This is an optimization exercise on Yosys and OpenROAD, whose aim is small area and few clock cycles, not a production implementation. Only simulation tests tie the RTL to the original design; equivalence was not proved. No activity file was given, so power comes from the tool's default toggle rates.

==> inputs of run H <==
Design eland_tx, start of the top module:
module eland_tx (
    input  wire        clk,
    input  wire        rst,           
    input  wire        start,
    input  wire [10:0] length,        
    input  wire [1:0]  spread,        
    input  wire [6:0]  npre,          
    output wire        start_ready,
    input  wire [7:0]  in_data,
    input  wire        in_valid,
    output wire        in_ready,
    output wire        chip,
    output wire        chip_valid,
    output wire        chip_last,
    input  wire        chip_ready
);
Settings: LEC_CHECK=0, CAP_MARGIN=0, CORE_MARGIN=2, CORE_UTILIZATION=60, PLACE_DENSITY=0.7, SLEW_MARGIN=0; clock period 12.0 ns.
standard.sh (not shown) runs the stock make flow with config.mk's settings and CLKGATE_MAP_FILE= SYNTH_SCRIPT=/design/flow/synth_recipe.tcl, a recipe that flattens the netlist after the stock synthesis.
==> flow/flow/run.sh <==
#!/bin/bash
# Standard layout; clock tree synthesis without dummy loads and with larger
# sink clusters; ports buffered with the smallest buffer.
set -euo pipefail
export CTS_ARGS="-sink_clustering_enable -repair_clock_nets -dont_use_dummy_load -buf_list sky130_fd_sc_hd__clkbuf_8 -sink_clustering_size 21 -sink_clustering_max_diameter 60"
export BUFFER_PORTS_ARGS="-inputs -outputs -buffer_cell sky130_fd_sc_hd__buf_1"
bash standard.sh > standard.log 2>&1
==> inputs of run R, as changes to run H <==
==> flow/flow/run.sh (replaced) <==
#!/bin/bash
# Standard layout; clock tree synthesis without dummy loads and with larger
# sink clusters; ports buffered with the smallest buffer.
set -euo pipefail
export CTS_ARGS="-sink_clustering_enable -repair_clock_nets -dont_use_dummy_load -buf_list sky130_fd_sc_hd__clkbuf_8 -sink_clustering_size 19 -sink_clustering_max_diameter 70"
export BUFFER_PORTS_ARGS="-inputs -outputs -buffer_cell sky130_fd_sc_hd__buf_1"
bash standard.sh > standard.log 2>&1
- ABC_AREA: not set -> 1
==> inputs of run P, as changes to run H <==
==> flow/flow/run.sh (replaced) <==
#!/bin/bash
# Standard layout; clock tree synthesis without dummy loads and with larger
# sink clusters; ports buffered with the smallest buffer.
set -euo pipefail
export CTS_ARGS="-sink_clustering_enable -repair_clock_nets -dont_use_dummy_load -buf_list sky130_fd_sc_hd__clkbuf_8 -sink_clustering_size 17 -sink_clustering_max_diameter 80"
export BUFFER_PORTS_ARGS="-inputs -outputs -buffer_cell sky130_fd_sc_hd__buf_1"
bash standard.sh > standard.log 2>&1
- ABC_AREA: not set -> 1
==> notes <==
Run P went through all stages and came out clean. Run H ran to the end with no violations. Run R completed with no timing, DRC or antenna violations. Hold slack: run P < run H < run R. In sequential power, run H and run P hardly differ. Of run R and run H, run H has the higher die area (gap about 0.3%, measured against run H). Routed wire length: run P > run R > run H. Non-clock buffer count: run H is higher than run R (4). Between run R and run P, the lower count of clock-buffer cells in the layout is in run R (gap 9). The highest via count belongs to run P, the lowest to run H. The highest final cell count belongs to run P, the lowest to run H.
Testbench counts of run H, summed over its fixed seeds: cycles 1,792,826.
Testbench counts of run R, summed over its fixed seeds: cycles 1,792,826.
Testbench counts of run P, summed over its fixed seeds: cycles 1,792,826.

==> inputs of trial 7 <==
Another version of the RTL of eland_tx (not shown whole).
// eland_tx
module eland_tx (
    input  wire        clk,
    input  wire        rst,           
    input  wire        start,
    input  wire [10:0] length,        
    input  wire [1:0]  spread,        
    input  wire [6:0]  npre,          
    output wire        start_ready,
    input  wire [7:0]  in_data,
    input  wire        in_valid,
    output wire        in_ready,
    output wire        chip,
    output wire        chip_valid,
    output wire        chip_last,
    input  wire        chip_ready
);
clock: 12.0 ns
lec_check: 0
cap_margin: 0
core_margin: 2
core_utilization: 60
place_density: 0.7
slew_margin: 0
==> flow/flow/run.sh <==
#!/bin/bash
# Standard layout; clock tree synthesis without dummy loads and with larger
# sink clusters; ports buffered with the smallest buffer.
set -euo pipefail
export CTS_ARGS="-sink_clustering_enable -repair_clock_nets -dont_use_dummy_load -buf_list sky130_fd_sc_hd__clkbuf_8 -sink_clustering_size 15 -sink_clustering_max_diameter 100"
export BUFFER_PORTS_ARGS="-inputs -outputs -buffer_cell sky130_fd_sc_hd__buf_1"
bash standard.sh > standard.log 2>&1
==> inputs of build 96, as changes to trial 7 <==
==> flow/flow/run.sh (replaced) <==
#!/bin/bash
# Standard layout; clock tree synthesis without dummy loads and with larger
# sink clusters; ports buffered with the smallest buffer.
set -euo pipefail
export CTS_ARGS="-sink_clustering_enable -repair_clock_nets -dont_use_dummy_load -buf_list sky130_fd_sc_hd__clkbuf_8 -sink_clustering_size 16 -sink_clustering_max_diameter 100"
export BUFFER_PORTS_ARGS="-inputs -outputs -buffer_cell sky130_fd_sc_hd__buf_1"
bash standard.sh > standard.log 2>&1
CAP_MARGIN = 20   (was 0)
CORE_UTILIZATION = 70   (was 60)
PLACE_DENSITY = 0.85   (was 0.7)
SLEW_MARGIN = 20   (was 0)
==> summary.md <==
| Metric | Value |
|---|---|
| Row count | 74 |
| Layout Cells excl Fill | 2,758 |
| Fin crit period | 7.01 ns |
| Final instance area | 30,500 sq um |
| Met3 Track Usage GR | 4.80% |
| Core box area | 40,800 sq um |
| Outcome | complete, no violations |
(the above is from build 96)
==> summary.md <==
| Metric | Value |
|---|---|
| Outcome | complete, no violations |
| Met3 Track Usage GR | 3.70% |
| Layout Cells excl Fill | 2,846 |
| Core box area | 47,600 sq um |
| Final instance area | 30,600 sq um |
| Fin crit period | 7.00 ns |
| Post-synthesis cell count | 2,197 |
(the above is from trial 7)
Testbench counts of trial 7, summed over its fixed seeds: cycles 1,790,809.
Testbench counts of build 96, summed over its fixed seeds: cycles 1,790,809.

## re-timing with driven ports
No port has a modelled driver above. Below, the same layouts with a new extraction and two added sets of constraints.
Step 1: set_driving_cell puts a clkbuf_16 on clk and a buf_2 on each other input, an assumption about the parent block.
Step 2 moves the port delays by t, midway between the first and last clock arrival at a register: inputs arrive t later, outputs are due t later. That takes back most of the time a late clock gives input paths.
a / b / c = ideal / step 1 / step 2; a / b = the first two.
run	t (ns)	setup WS [ns]	pins driven straight from the clock port
run H	0.694	4.872 / 4.816 / 5.510	1
run R	0.694	4.953 / 4.896 / 5.590	1
run P	0.679	4.990 / 4.936 / 5.615	1
trial 7	0.689	4.996 / 4.943 / 5.632	1
build 96	0.683	4.987 / 4.932 / 5.615	1
After both steps every run listed still meets setup and hold.
